From an optimization exercise on the open Yosys and OpenROAD flow, aimed at small area, a short achievable clock period and few clock cycles; shortcuts taken in it are not production practice.
No functional check of the RTL was part of this run.
No activity file was given, so power comes from the tool's default toggle rates.

File: flow/config.mk
export PLATFORM = sky130hd
export DESIGN_NAME = stripe_engine
export DESIGN_NICKNAME = stripe_engine
export VERILOG_FILES = /design/flow/design.v
export SDC_FILE = /design/flow/constraint.sdc
export NUM_CORES = 8
export LEC_CHECK = 0
export CAP_MARGIN = 20
export CORE_MARGIN = 2
export CORE_UTILIZATION = 40
export SLEW_MARGIN = 20
File: flow/constraint.sdc
create_clock -name core_clock -period 10.0 [get_ports {clk}]
set_input_delay 2.0000 -clock core_clock [delete_from_list [all_inputs] [get_ports {clk}]]
set_output_delay 2.0000 -clock core_clock [all_outputs]
set_load 0.01 [all_outputs]
File: flow/design.v
module stripe_engine (
  input  wire        clk,
  input  wire        rst,
  input  wire        cmd_valid,
  output wire        cmd_ready,
  input  wire [5:0]  cmd_k,
  input  wire [1:0]  cmd_m,
  input  wire [34:0] cmd_lost,
  input  wire [9:0]  cmd_cols,
  input  wire        in_valid,
  output wire        in_ready,
  input  wire [31:0] in_data,
  output wire        out_valid,
  input  wire        out_ready,
  output wire [31:0] out_data,
  output wire [5:0]  out_member,
  output wire        out_last
);
  function [7:0] gmul(input [7:0] a, input [7:0] b);
    reg [7:0] p, t;
    integer i;
    begin
      p = 8'h00;
      t = a;
      for (i = 0; i < 8; i = i + 1) begin
        if (b[i]) p = p ^ t;
        t = t[7] ? ((t << 1) ^ 8'h1D) : (t << 1);
      end
      gmul = p;
    end
  endfunction
  function [31:0] gmul4(input [31:0] a, input [7:0] b);
    gmul4 = {gmul(a[31:24], b), gmul(a[23:16], b), gmul(a[15:8], b), gmul(a[7:0], b)};
  endfunction
  function [7:0] dg(input [7:0] b);
    dg = {1'b0, b[7:1]} ^ (b[0] ? 8'h8E : 8'h00);
  endfunction
  function [31:0] h1(input [31:0] a);
    h1 = {dg(a[31:24]), dg(a[23:16]), dg(a[15:8]), dg(a[7:0])};
  endfunction
  function [31:0] h2(input [31:0] a);
    h2 = h1(h1(a));
  endfunction
  function [7:0] gpos(input [4:0] q);
    case (q)
      5'd0: gpos = 8'h01;
      5'd1: gpos = 8'h02;
      5'd2: gpos = 8'h04;
      5'd3: gpos = 8'h08;
      5'd4: gpos = 8'h10;
      5'd5: gpos = 8'h20;
      5'd6: gpos = 8'h40;
      5'd7: gpos = 8'h80;
      5'd8: gpos = 8'h1D;
      5'd9: gpos = 8'h3A;
      5'd10: gpos = 8'h74;
      5'd11: gpos = 8'hE8;
      5'd12: gpos = 8'hCD;
      5'd13: gpos = 8'h87;
      5'd14: gpos = 8'h13;
      5'd15: gpos = 8'h26;
      5'd16: gpos = 8'h4C;
      5'd17: gpos = 8'h98;
      5'd18: gpos = 8'h2D;
      5'd19: gpos = 8'h5A;
      5'd20: gpos = 8'hB4;
      5'd21: gpos = 8'h75;
      5'd22: gpos = 8'hEA;
      5'd23: gpos = 8'hC9;
      5'd24: gpos = 8'h8F;
      5'd25: gpos = 8'h03;
      5'd26: gpos = 8'h06;
      5'd27: gpos = 8'h0C;
      5'd28: gpos = 8'h18;
      5'd29: gpos = 8'h30;
      5'd30: gpos = 8'h60;
      5'd31: gpos = 8'hC0;
    endcase
  endfunction
  function [7:0] gneg(input [4:0] q);
    case (q)
      5'd0: gneg = 8'h01;
      5'd1: gneg = 8'h8E;
      5'd2: gneg = 8'h47;
      5'd3: gneg = 8'hAD;
      5'd4: gneg = 8'hD8;
      5'd5: gneg = 8'h6C;
      5'd6: gneg = 8'h36;
      5'd7: gneg = 8'h1B;
      5'd8: gneg = 8'h83;
      5'd9: gneg = 8'hCF;
      5'd10: gneg = 8'hE9;
      5'd11: gneg = 8'hFA;
      5'd12: gneg = 8'h7D;
      5'd13: gneg = 8'hB0;
      5'd14: gneg = 8'h58;
      5'd15: gneg = 8'h2C;
      5'd16: gneg = 8'h16;
      5'd17: gneg = 8'h0B;
      5'd18: gneg = 8'h8B;
      5'd19: gneg = 8'hCB;
      5'd20: gneg = 8'hEB;
      5'd21: gneg = 8'hFB;
      5'd22: gneg = 8'hF3;
      5'd23: gneg = 8'hF7;
      5'd24: gneg = 8'hF5;
      5'd25: gneg = 8'hF4;
      5'd26: gneg = 8'h7A;
      5'd27: gneg = 8'h3D;
      5'd28: gneg = 8'h90;
      5'd29: gneg = 8'h48;
      5'd30: gneg = 8'h24;
      5'd31: gneg = 8'h12;
    endcase
  endfunction
  function [7:0] zinv(input [4:0] d);
    case (d)
      5'd0: zinv = 8'h00;
      5'd1: zinv = 8'hF4;
      5'd2: zinv = 8'hA7;
      5'd3: zinv = 8'h9D;
      5'd4: zinv = 8'h72;
      5'd5: zinv = 8'hED;
      5'd6: zinv = 8'h5F;
      5'd7: zinv = 8'h54;
      5'd8: zinv = 8'hA0;
      5'd9: zinv = 8'hA9;
      5'd10: zinv = 8'hFB;
      5'd11: zinv = 8'h74;
      5'd12: zinv = 8'h85;
      5'd13: zinv = 8'hE4;
      5'd14: zinv = 8'hC0;
      5'd15: zinv = 8'h8A;
      5'd16: zinv = 8'h67;
      5'd17: zinv = 8'hDC;
      5'd18: zinv = 8'h26;
      5'd19: zinv = 8'h63;
      5'd20: zinv = 8'hF2;
      5'd21: zinv = 8'hE9;
      5'd22: zinv = 8'hB4;
      5'd23: zinv = 8'hD2;
      5'd24: zinv = 8'h02;
      5'd25: zinv = 8'h8E;
      5'd26: zinv = 8'hBA;
      5'd27: zinv = 8'hAA;
      5'd28: zinv = 8'hDE;
      5'd29: zinv = 8'h89;
      5'd30: zinv = 8'h57;
      5'd31: zinv = 8'h59;
    endcase
  endfunction
  function [7:0] gsq(input [7:0] a);
    begin
      gsq[0] = a[0] ^ a[4] ^ a[6] ^ a[7];
      gsq[1] = a[7];
      gsq[2] = a[1] ^ a[4] ^ a[5] ^ a[6];
      gsq[3] = a[4] ^ a[6];
      gsq[4] = a[2] ^ a[4] ^ a[5] ^ a[7];
      gsq[5] = a[5];
      gsq[6] = a[3] ^ a[5] ^ a[6];
      gsq[7] = a[6];
    end
  endfunction
  localparam [1:0] ST_IDLE = 2'd0, ST_SETUP = 2'd1, ST_RUN = 2'd2, ST_DRAIN = 2'd3;
  reg  [1:0]  st;
  reg         cmd_ready_r, in_ready_r, pok_r;
  reg  [5:0]  k_r;
  reg  [1:0]  m_r;
  reg  [34:0] lost_r;
  reg  [9:0]  cols_r;           
  reg  [1:0]  scnt;             
  reg  [2:0]  lpar;             
  reg  [4:0]  pos;              
  reg         inpar;            
  reg  [1:0]  ps;
  reg         plost;            
  reg         first;            
  reg  [4:0]  l0, l1, l2;       
  reg  [1:0]  ecnt;             
  reg  [31:0] A0, A1, A2;
  reg         op_v;
  reg         ed;               
  reg  [3:0]  ei;
  reg  [2:0]  ptodo;            
  reg  [1:0]  ej;
  reg  [1:0]  op_src, op_dst;
  reg         op_wr, op_acc, op_emit, op_one, op_plast;
  reg  [5:0]  op_mem;
  reg  [7:0]  mc_r;             
  reg         elast;            
  reg         pend0;
  reg  [5:0]  pm0;
  reg         pl0;
  reg         ov;
  reg  [31:0] od;
  reg  [5:0]  om;
  reg         ol;
  assign cmd_ready  = cmd_ready_r;
  assign in_ready   = in_ready_r;
  assign out_valid  = ov;
  assign out_data   = od;
  assign out_member = om;
  assign out_last   = ol;
  wire [2:0] mmask = (m_r == 2'd1) ? 3'b001 : (m_r == 2'd2) ? 3'b011 : 3'b111;
  wire [2:0] lp    = lpar & mmask;            
  wire [2:0] ap    = ~lpar & mmask;           
  wire [1:0] e     = ecnt;
  wire [4:0] klast = k_r[4:0] - 5'd1;
  wire [1:0] ra = ap[0] ? 2'd0 : ap[1] ? 2'd1 : 2'd2;
  wire [1:0] rb = (ap[0] && ap[1]) ? 2'd1 : 2'd2;
  wire [1:0] rank1 = {1'b0, ap[0]};
  wire [1:0] rank2 = {1'b0, ap[0]} + {1'b0, ap[1]};
  wire [2:0] used  = {ap[2] && (rank2 < e), ap[1] && (rank1 < e), ap[0] && (e != 2'd0)};
  wire       run   = (st == ST_RUN);
  wire       lastcol = (cols_r == 10'd1);
  wire [5:0] lidx  = (st == ST_SETUP) ? (k_r + {4'd0, scnt}) : {1'b0, pos} + 6'd1;
  wire       lbit  = lost_r[lidx];
  wire       out_free = !ov || out_ready;
  wire       bub    = run && !inpar && plost;
  wire       cons   = in_ready_r && in_valid;
  wire       adv    = cons || (bub && pok_r);
  wire       at_ld  = !inpar && (pos == klast);
  wire [2:0] cand   = ap & (!inpar ? 3'b111 : (ps == 2'd0) ? 3'b110 : (ps == 2'd1) ? 3'b100 : 3'b000);
  wire       has_np = |cand;
  wire [1:0] np     = cand[0] ? 2'd0 : cand[1] ? 2'd1 : 2'd2;
  wire       dadv   = adv && !inpar;                  
  wire       dend   = adv && at_ld;                   
  wire       cend   = adv && (at_ld || inpar) && !has_np;
  wire       sform  = cons && inpar && used[ps];      
  wire [31:0] hd    = cons ? in_data : 32'h0;
  wire       sc_p   = dend && !bub && (e == 2'd0) && lp[0];
  wire       sc_x   = cons && inpar && (ps == 2'd0) && (e == 2'd1) && ap[0];
  wire       sc     = sc_p || sc_x;
  wire [5:0] sc_mem = sc_p ? k_r : {1'b0, l0};
  wire       sc_last = lastcol && (sc_p ? (lp == 3'b001) : (lp == 3'b000));
  wire       dskip  = (e == 2'd1) && ap[0];           
  wire       start0 = dend && !bub && (e == 2'd0) && (lp[2:1] != 2'b00);
  wire       start1 = cend && (e != 2'd0) && (!dskip || (lp != 3'b000));
  wire       start  = start0 || start1;
  wire [3:0] dlen   = (e == 2'd1) ? 4'd1 : (e == 2'd2) ? ((ra == 2'd0) ? 4'd4 : 4'd5) : 4'd12;
  function [1:0] lowb(input [2:0] v);
    lowb = v[0] ? 2'd0 : v[1] ? 2'd1 : 2'd2;
  endfunction
  function [2:0] bitof(input [1:0] s);
    bitof = (s == 2'd0) ? 3'b001 : (s == 2'd1) ? 3'b010 : 3'b100;
  endfunction
  reg        n_ed;
  reg [3:0]  n_ei;
  reg [2:0]  n_ptodo;
  reg [1:0]  n_ej;
  reg        n_done;
  always @* begin
    n_ed = ed; n_ei = ei; n_ptodo = ptodo; n_ej = ej;
    if (!op_v) begin
      n_ed    = (e != 2'd0) && !dskip;
      n_ei    = 4'd0;
      n_ptodo = (e == 2'd0) ? (lp & 3'b110) : lp;
    end else if (ed) begin
      if (ei == dlen - 4'd1) n_ed = 1'b0;
      else n_ei = ei + 4'd1;
    end else begin
      if (ej == e) n_ptodo = ptodo & ~bitof(lowb(ptodo));
      else n_ej = ej + 2'd1;
    end
    if (!op_v || (ed && !n_ed) || (!ed && n_ptodo != ptodo))
      n_ej = {1'b0, (e != 2'd0) && n_ptodo[0]};
    n_done = !n_ed && (n_ptodo == 3'b000);
  end
  reg [1:0]  d_src, d_dst;
  reg        d_wr, d_acc, d_emit, d_one, d_plast;
  reg [5:0]  d_mem;
  reg [1:0]  d_f, d_q;
  reg        d_sq;
  reg [1:0]  d_s;
  reg [1:0]  xr;
  always @* begin
    d_src = 2'd0; d_dst = 2'd0; d_wr = 1'b0; d_acc = 1'b0; d_emit = 1'b0; d_one = 1'b0;
    d_mem = 6'd0; d_f = 2'd0; d_q = 2'd0; d_sq = 1'b0; d_plast = 1'b0;
    d_s = lowb(n_ptodo);
    xr = 2'd0;
    if (n_ed) begin
      d_plast = (n_ei == dlen - 4'd1) && (n_ptodo == 3'b000);
      d_wr = 1'b1;
      case (e)
        2'd1: begin     
          d_src = ra; d_dst = ra; d_f = 2'd1; d_q = 2'd0; d_sq = (ra == 2'd2);
          d_emit = 1'b1; d_mem = {1'b0, l0};
        end
        2'd2: begin
          case (n_ei)
            4'd0: begin d_src = ra; d_dst = rb; d_acc = 1'b1; d_f = 2'd0; d_q = 2'd1; d_sq = (rb - ra == 2'd2); end
            4'd1: begin d_src = rb; d_dst = rb; d_f = 2'd1; d_q = 2'd0; d_sq = (rb == 2'd2); end
            4'd2: begin d_src = rb; d_dst = rb; d_f = 2'd2; d_q = 2'd0; d_sq = (rb - ra == 2'd2);
                        d_emit = 1'b1; d_mem = {1'b0, l0}; end
            4'd3: begin d_src = rb; d_dst = ra; d_acc = 1'b1; d_one = (ra == 2'd0); d_f = 2'd0; d_q = 2'd0;
                        d_emit = (ra == 2'd0); d_mem = {1'b0, l1}; end
            default: begin d_src = ra; d_dst = ra; d_f = 2'd1; d_q = 2'd1;
                        d_emit = 1'b1; d_mem = {1'b0, l1}; end
          endcase
        end
        default: begin
          case (n_ei)
            4'd0:  begin d_src = 2'd1; d_dst = 2'd2; d_acc = 1'b1; d_f = 2'd0; d_q = 2'd2; end
            4'd1:  begin d_src = 2'd0; d_dst = 2'd1; d_acc = 1'b1; d_f = 2'd0; d_q = 2'd2; end
            4'd2:  begin d_src = 2'd1; d_dst = 2'd2; d_acc = 1'b1; d_f = 2'd0; d_q = 2'd1; end
            4'd3:  begin d_src = 2'd2; d_dst = 2'd2; d_f = 2'd1; d_q = 2'd0; d_sq = 1'b1; end
            4'd4:  begin d_src = 2'd2; d_dst = 2'd2; d_f = 2'd2; d_q = 2'd0; end
            4'd5:  begin d_src = 2'd2; d_dst = 2'd2; d_f = 2'd2; d_q = 2'd1;
                         d_emit = 1'b1; d_mem = {1'b0, l0}; end
            4'd6:  begin d_src = 2'd2; d_dst = 2'd1; d_acc = 1'b1; d_f = 2'd0; d_q = 2'd0; end
            4'd7:  begin d_src = 2'd2; d_dst = 2'd1; d_acc = 1'b1; d_f = 2'd0; d_q = 2'd2; end
            4'd8:  begin d_src = 2'd1; d_dst = 2'd1; d_f = 2'd1; d_q = 2'd1; end
            4'd9:  begin d_src = 2'd1; d_dst = 2'd1; d_f = 2'd2; d_q = 2'd2;
                         d_emit = 1'b1; d_mem = {1'b0, l1}; end
            4'd10: begin d_src = 2'd2; d_dst = 2'd0; d_acc = 1'b1; d_one = 1'b1; end
            default: begin d_src = 2'd1; d_dst = 2'd0; d_acc = 1'b1; d_one = 1'b1;
                         d_emit = 1'b1; d_mem = {1'b0, l2}; end
          endcase
        end
      endcase
    end else begin
      d_plast = (n_ej == e) && ((n_ptodo & ~bitof(d_s)) == 3'b000);
      d_mem = k_r + {4'd0, d_s};
      xr = (e == 2'd2 && n_ej == 2'd1) ? rb : ra;
      if (n_ej == 2'd0) begin
        d_src = d_s; d_dst = d_s; d_wr = (e != 2'd0); d_emit = (e == 2'd0);
        d_f = 2'd0; d_q = 2'd3; d_sq = (d_s == 2'd2); d_one = (d_s == 2'd0);
      end else begin
        d_src = xr; d_dst = d_s; d_wr = 1'b1; d_acc = 1'b1; d_emit = (n_ej == e);
        d_f = 2'd0; d_q = n_ej - 2'd1; d_sq = (d_s == 2'd2); d_one = (d_s == 2'd0);
      end
    end
  end
  wire       cf_op = start || (op_v && !n_done);
  reg  [1:0] c_f, c_q;
  reg        c_sq;
  reg  [4:0] cq, cda, cdb;
  reg  [7:0] cbase, cval;
  always @* begin
    if (cf_op) begin
      c_f = d_f; c_q = d_q; c_sq = d_sq;
    end else begin
      c_f = 2'd0; c_q = 2'd3; c_sq = (np == 2'd2);
    end
    case (c_q)
      2'd0: cq = l0;
      2'd1: cq = l1;
      2'd2: cq = l2;
      default: cq = klast;
    endcase
    cda = (c_q == 2'd2) ? l1 : l0;
    cdb = (c_q == 2'd0) ? l1 : l2;
    case (c_f)
      2'd0: cbase = gpos(cq);
      2'd1: cbase = gneg(cq);
      default: cbase = zinv(cdb - cda);
    endcase
    cval = c_sq ? gsq(cbase) : cbase;
  end
  wire        sf_sel = inpar && used[ps] && !op_v;    
  wire [1:0]  m_src  = sf_sel ? ps : op_src;
  wire [31:0] m_a    = (m_src == 2'd0) ? A0 : (m_src == 2'd1) ? A1 : A2;
  wire [7:0]  m_c    = (!sf_sel && op_one) ? 8'h01 : mc_r;
  wire [31:0] m_d    = (op_dst == 2'd0) ? A0 : (op_dst == 2'd1) ? A1 : A2;
  wire [31:0] m_p    = gmul4(m_a, m_c) ^ ((!sf_sel && op_acc) ? m_d : 32'h0);
  wire [31:0] m_sf   = m_p ^ (sf_sel ? in_data : 32'h0);
  wire        op_go  = op_v && !pend0 && (!op_emit || out_free);
  wire        op_w   = op_go && op_wr;
  wire        e0_go  = pend0 && out_free;             
  reg  [1:0]  st_n;
  reg  [4:0]  pos_n;
  reg         inpar_n, plost_n;
  reg         opv_n, pend0_n;
  always @* begin
    st_n = st; pos_n = pos; inpar_n = inpar; plost_n = plost;
    case (st)
      ST_IDLE:  if (cmd_valid && cmd_ready_r) st_n = ST_SETUP;
      ST_SETUP: if (scnt == m_r - 2'd1) begin
                  st_n = ST_RUN; pos_n = 5'd0; inpar_n = 1'b0; plost_n = lost_r[0];
                end
      ST_RUN:   if (adv) begin
                  if (!inpar && !at_ld) begin
                    pos_n = pos + 5'd1; plost_n = lbit;
                  end else if (has_np) begin
                    inpar_n = 1'b1;
                  end else if (lastcol) begin
                    st_n = ST_DRAIN;
                  end else begin
                    pos_n = 5'd0; inpar_n = 1'b0; plost_n = lost_r[0];
                  end
                end
      default:  ;
    endcase
    opv_n   = start || (op_v && !(op_go && n_done));
    pend0_n = (pend0 && !out_free) || (sc && !out_free);
    if (st_n == ST_DRAIN && !opv_n && !pend0_n) st_n = ST_IDLE;
  end
  wire pok_n = !pend0_n && (((!inpar_n && pos_n == 5'd0) && e == 2'd0) || !opv_n);
  always @(posedge clk) begin
    if (cmd_ready_r) begin
      k_r    <= cmd_k;
      m_r    <= cmd_m;
      lost_r <= cmd_lost;
      cols_r <= cmd_cols;
    end
    if (rst) begin
      st          <= ST_IDLE;
      cmd_ready_r <= 1'b1;
      in_ready_r  <= 1'b0;
      pok_r       <= 1'b0;
      op_v        <= 1'b0;
      pend0       <= 1'b0;
      ov          <= 1'b0;
    end else begin
      st          <= st_n;
      cmd_ready_r <= (st_n == ST_IDLE);
      pok_r       <= pok_n;
      in_ready_r  <= (st_n == ST_RUN) && pok_n && !(!inpar_n && plost_n);
      op_v        <= opv_n;
      pend0       <= pend0_n;
      if (op_go && op_emit) ov <= 1'b1;
      else if (e0_go || (sc && out_free)) ov <= 1'b1;
      else if (out_ready) ov <= 1'b0;
    end
    pos   <= pos_n;
    inpar <= inpar_n;
    plost <= plost_n;
    if (st == ST_IDLE) begin
      scnt <= 2'd0;
      lpar <= 3'b111;
    end else if (st == ST_SETUP) begin
      scnt <= scnt + 2'd1;
      lpar[scnt] <= lbit;
      first <= 1'b1;
      ecnt  <= 2'd0;
    end
    if (run && adv) begin
      if (!inpar && at_ld) ps <= np;
      else if (inpar) ps <= np;
      if (cend && !lastcol) begin
        cols_r <= cols_r - 10'd1;
        first  <= 1'b0;
      end
    end
    if (bub && pok_r && first) begin
      case (ecnt)
        2'd0: l0 <= pos;
        2'd1: l1 <= pos;
        default: l2 <= pos;
      endcase
      ecnt <= ecnt + 2'd1;
    end
    if (start || (op_v && op_go)) begin
      ed <= n_ed; ei <= n_ei; ptodo <= n_ptodo; ej <= n_ej;
      op_src <= d_src; op_dst <= d_dst; op_wr <= d_wr; op_acc <= d_acc;
      op_emit <= d_emit; op_one <= d_one; op_mem <= d_mem; op_plast <= d_plast;
    end
    if (start) elast <= lastcol;
    if (start || (op_v && op_go) || (run && adv && !op_v && has_np && (at_ld || inpar)))
      mc_r <= cval;
    if (sc) begin
      pm0 <= sc_mem;
      pl0 <= sc_last;
    end
    if (op_w && op_dst == 2'd0)
      A0 <= m_p;
    else if (run && dadv)
      A0 <= (pos == 5'd0) ? hd : A0 ^ hd;
    else if (sform && ps == 2'd0)
      A0 <= A0 ^ in_data;
    if (op_w && op_dst == 2'd1)
      A1 <= m_p;
    else if (run && dadv && pos != 5'd0)
      A1 <= h1((pos == 5'd1) ? A0 : A1) ^ hd;
    else if (sform && ps == 2'd1)
      A1 <= m_sf;
    if (op_w && op_dst == 2'd2)
      A2 <= m_p;
    else if (run && dadv && pos != 5'd0)
      A2 <= h2((pos == 5'd1) ? A0 : A2) ^ hd;
    else if (sform && ps == 2'd2)
      A2 <= m_sf;
    if (op_go && op_emit) begin
      od <= m_p;
      om <= op_mem;
      ol <= op_plast && elast;
    end else if (e0_go) begin
      od <= A0;
      om <= pm0;
      ol <= pl0;
    end else if (sc && out_free) begin
      od <= A0 ^ in_data;
      om <= sc_mem;
      ol <= sc_last;
    end
  end
endmodule
File: flow/run.sh
#!/bin/bash
# synth_recipe.tcl (not shown) runs the flow's synth.tcl, then flattens the netlist and writes it again
# the make line also repeats each setting of config.mk as NAME=value (left out here)
make -C /OpenROAD-flow-scripts/flow DESIGN_CONFIG=/design/flow/config.mk WORK_HOME=/design/flow/orfs CLKGATE_MAP_FILE= SYNTH_SCRIPT=/design/flow/synth_recipe.tcl finish
==> run notes <==
how the worst min path moves through the flow:
stage,depth (start not counted),to,from,slack [ns]
2_1_floorplan,2,cols_r[6],cols_r[6],0.43
3_3_place_gp,2,cols_r[6],cols_r[6],0.44
6_report,2,cols_r[6],cols_r[6],0.45
4_1_cts,2,cols_r[6],cols_r[6],0.45
5_1_grt,2,cols_r[6],cols_r[6],0.49
3_5_place_dp,2,cols_r[6],cols_r[6],0.45
cells in the mapped netlist (43+ instances only):
master | instances | area [µm²]
inv_1 | 50 | 188
clkbuf_1 | 208 | 781
edfxtp_1 | 238 | 7150
nor2_1 | 344 | 1290
mux2i_1 | 103 | 1030
nand3_1 | 107 | 536
xor2_1 | 174 | 1520
o22ai_1 | 62 | 388
nand2_1 | 425 | 1600
a21oi_1 | 245 | 1230
o21ai_0 | 200 | 1000
xnor2_1 | 339 | 2970
nor3_1 | 43 | 215
through the flow:
step | setup WS (ns) | total power [W]
detailed placement | 1.17 | 0.00262
CTS | 1.75 | 0.00385
global route | 1.15 | 0.00402
floorplan | 2.67 | 0.00227
finish | 1.64 | 0.00385
global placement | 1.25 | 0.00260
cell families (layout without fill, tap and decap cells):
kind of cell,Yosys count,after routing,synth area share
buf+inv,303,308,0.0457
compound gates,811,811,0.199
flops,269,269,0.302
mux,130,130,0.0559
fa+ha+maj,45,45,0.0227
xor+xnor,534,534,0.194
simple gates,1070,1070,0.181
registers in the layout, indices dropped and copies added, names as in the netlist, 4 cells and up:
register / flops
ei: 4
A1: 32
l0: 5
lost_r: 35
od: 32
mc_r: 8
cols_r: 10
A2: 32
l2: 5
A0: 32
om: 6
pm0: 6
k_r: 6
l1: 5
pos: 5
op_mem: 6
cell usage in the layout, fill, tap and decap left out, types with 8 or more instances in the layout:
| master | n |
|---|---|
| a221oi_1 | 20 |
| a311oi_1 | 9 |
| a32oi_1 | 34 |
| and3_1 | 24 |
| a22o_1 | 28 |
| clkbuf_16 | 34 |
| a21oi_1 | 245 |
| clkdlybuf4s50_1 | 131 |
| xnor3_1 | 16 |
| dfxtp_1 | 30 |
| a211oi_1 | 18 |
| or3_1 | 8 |
| mux2_2 | 18 |
| mux4_2 | 9 |
| a22oi_1 | 16 |
| nand2b_1 | 23 |
| edfxtp_1 | 238 |
| and2_1 | 24 |
| a31oi_1 | 39 |
| nor4_1 | 8 |
| mux2i_1 | 102 |
| xnor2_1 | 338 |
| o211ai_1 | 14 |
| buf_4 | 65 |
| nand4_1 | 10 |
| ha_1 | 41 |
| a21o_1 | 14 |
| nand3_1 | 107 |
| nor3_1 | 41 |
| o21ai_0 | 199 |
| or2_2 | 8 |
| o22ai_1 | 62 |
| inv_1 | 50 |
| nor2_1 | 341 |
| xor2_1 | 174 |
| nand2_1 | 422 |
| nor2b_1 | 20 |
layout make-up:
class,count,share of cell area
Sequential cell,269,0.270
Inverter,53,0.00691
Clock inverter,17,0.00665
Timing Repair Buffer,196,0.0625
Multi-Input combinational cell,2590,0.586
Tap cell,846,0.0368
Clock buffer,42,0.0313
worst reg2reg max path, delay by kind of cell, from the launching register on:
family | cells | cell delay [ns]
buf+inv | 2 | 0.37
simple gates | 4 | 1.37
fa+ha+maj | 3 | 1.94
mux | 3 | 1.16
compound gates | 7 | 1.89
flops | 1 | 0.50
xor+xnor | 3 | 0.86
power by group through the flow:
stage | combinational, W | sequential (W) | clock (W)
floorplan | 0.000874 | 0.00139 | 0
global placement | 0.00120 | 0.00140 | 0
detailed placement | 0.00122 | 0.00140 | 0
CTS | 0.00122 | 0.00138 | 0.00125
global route | 0.00134 | 0.00139 | 0.00130
finish | 0.00124 | 0.00138 | 0.00124
metal layers:
metal | wire length, µm | vias to the layer above | global-route usage
met2 | 42700 | 1062 | 0.438
li1 | - | 11200 | -
met4 | 5180 | 0 | 0.146
met5 | 0 | - | 0
met3 | 5100 | 242 | 0.0278
met1 | 34900 | 11700 | 0.312
==> impl_results.md <==
- Run status: finished clean
- Clock Pin Slew Worst Setup and Hold Paths: roughly 0.060 ns
- Clk buf depth: 3
- Fill count: 6151
- Fin crit share: 0.836
- Area grow syn2layout: 11.9%
- Critical Path Fanout Max: 16
- CP startpoint kind: input pin
- Total of max-cap violations: 0
- Part of the power in the clock network: 0.321
- Ratio of cells with drive above 1 in the final layout: 0.0603
- CTS Buf Count: 34
- CP Depth: 21
- LEAKAGE: 10.4 nW
- Yosys warnings: 1
- Core area: 63300 µm²
- Slowest Stage Delay on Critical Path: 0.93 ns
- Sequential Area: 7770 µm²
- Hold Worst Slack: 0.451 ns
- First-pass GRT wire length: 135 mm
- Slowest-stage cell, CP: fa_1
- Sequential Power Share: 0.358
- Cells after synthesis: between 3000 and 4000
- Clk sinks: about 270
- WL final: 87.9 mm
- Critical path endpoint category: flip-flop
- CP Cell Sequence: clkdlybuf4s50_1, nand4b_1, nor4b_1, and4_1, o2bb2ai_1, o32ai_2, or3_1, nor2_1, mux2_2, ha_1, fa_1, inv_1, nor2_1, o21ai_0, nand2_1, a311oi_1, a21boi_1, a311oi_2, xor2_4, xnor3_1, mux2_2
- Die W: about 260 µm
- Largest net degree at the start of global routing: 81
- Internal reg-to-reg setup slack: roughly 1.7 ns
- Cell Int Power: roughly 0.0025 W
- Number of core rows: 92
- CTS tree: done
- Netlist cell types: 98
- Asr flop ratio synth: 0
- Post-CTS sizing: 0
- Vias in the first global route: 23500
- CP required: 10.31 ns
- Least-Margin Pin Slew: 1.14 ns
- Crit Path Category: input pin to flip-flop
- Register bit total from synthesis: 269
- Top Ports: 132
- Worst Clk Skew: 0.0279 ns
- Design Area, Final: 28800 µm²
- Post-synth EDFFs: 238
- DR WL/cell: between 20 and 25 µm
- Root Driver: clkbuf_16
- Setup_tns: 0 ns
- Post-layout nets: 3278
- Gr usage total: 0.256
- Switching fraction of total power: 0.343
- Mean post-synth cell area: 8.13 µm²
- Initial antenna violation count: 0
- Pwr/cell area: 134 nW/µm²
- Max Clock Freq: 120 MHz
- Die Span Y: roughly 260 µm
- Dpl cell area: roughly 28000 µm²
- Delay-heaviest family, CP: simple AND/OR/NAND/NOR gates
- Peak VDD IR: 0.115 mV
- Post-synth design cell area: around 26000 µm²
- Fin cells: around 4000
- R2R depth: 22
- H-tree levels: 2
- Die ar.: 66300 µm²
- Setup crit start: in_valid
- Count of pins over their slew limit: 0
- Clk latency of the worst-skew pair: 0.57 ns
- End of the critical path: mc_r[2]
- GPL Wtd Cong: approximately 0.93
- Tmin final: between 8 and 9 ns
- Hold Crit Class: flip-flop to flip-flop
- Arr. time, crit path: 8.67 ns
- RR Endpoint: mc_r[2]
- Mapped Nets: 3296
- Count of final hold-check violations: 0
- Rel. slew slack: 0.239
- DR vias: 24200
- DR pass1 iterations: 7
- Post-Route Utilization: 0.454
- Cts hold-fix bufs: 0
- Switching power: 0.00132 W
- Vias/cell: 6.04
- Seq/Total Area, Yosys: 0.302
- Unrepaired setup endpoints after global routing: no
- Residual DRC: 0
- Final ANT Viol Nets: 0
- R2r startpoint: ecnt[0]
- Starting Density: 0.406
- Placed insts: 3954
- Setup Buffers After CTS: 0
- I/O Buffers: 131
- Gate power share: 0.321
- Number of antenna diodes: 0
- Multi-input logic area: 16900 µm²
- GRT overflow: 0
- Initial DRC count: between 2000 and 3000
- Final Setup Violations: 0
- WP buf/inv: 2
- Main synth FF type: edfxtp_1
- DP HPWL: 62.7 mm

## re-timing with driven ports
The flow's constraints put no driver on any port. The routed layout listed below was extracted and timed again, unchanged, in two steps.
Step 1 assumes that a clkbuf_16 drives the clock port and a buf_2 every other input.
Step 2 times the ports against the registers' clock, not the clock port: input delays grow and output delays shrink by t, the midpoint of the rising clock arrivals with the driver on.
Three values: ideal ports, drivers, drivers and shift; two values: the first two.
t (ns): 0.620
slack for setup (ns): 1.645 / 1.644 / 1.024
slew at the worst register clock pin (ns): 0.08 / 0.08
After both steps this run still meets setup and hold. The setup slack of this run moves by -0.001 ns with the drivers and by -0.621 ns with both steps.
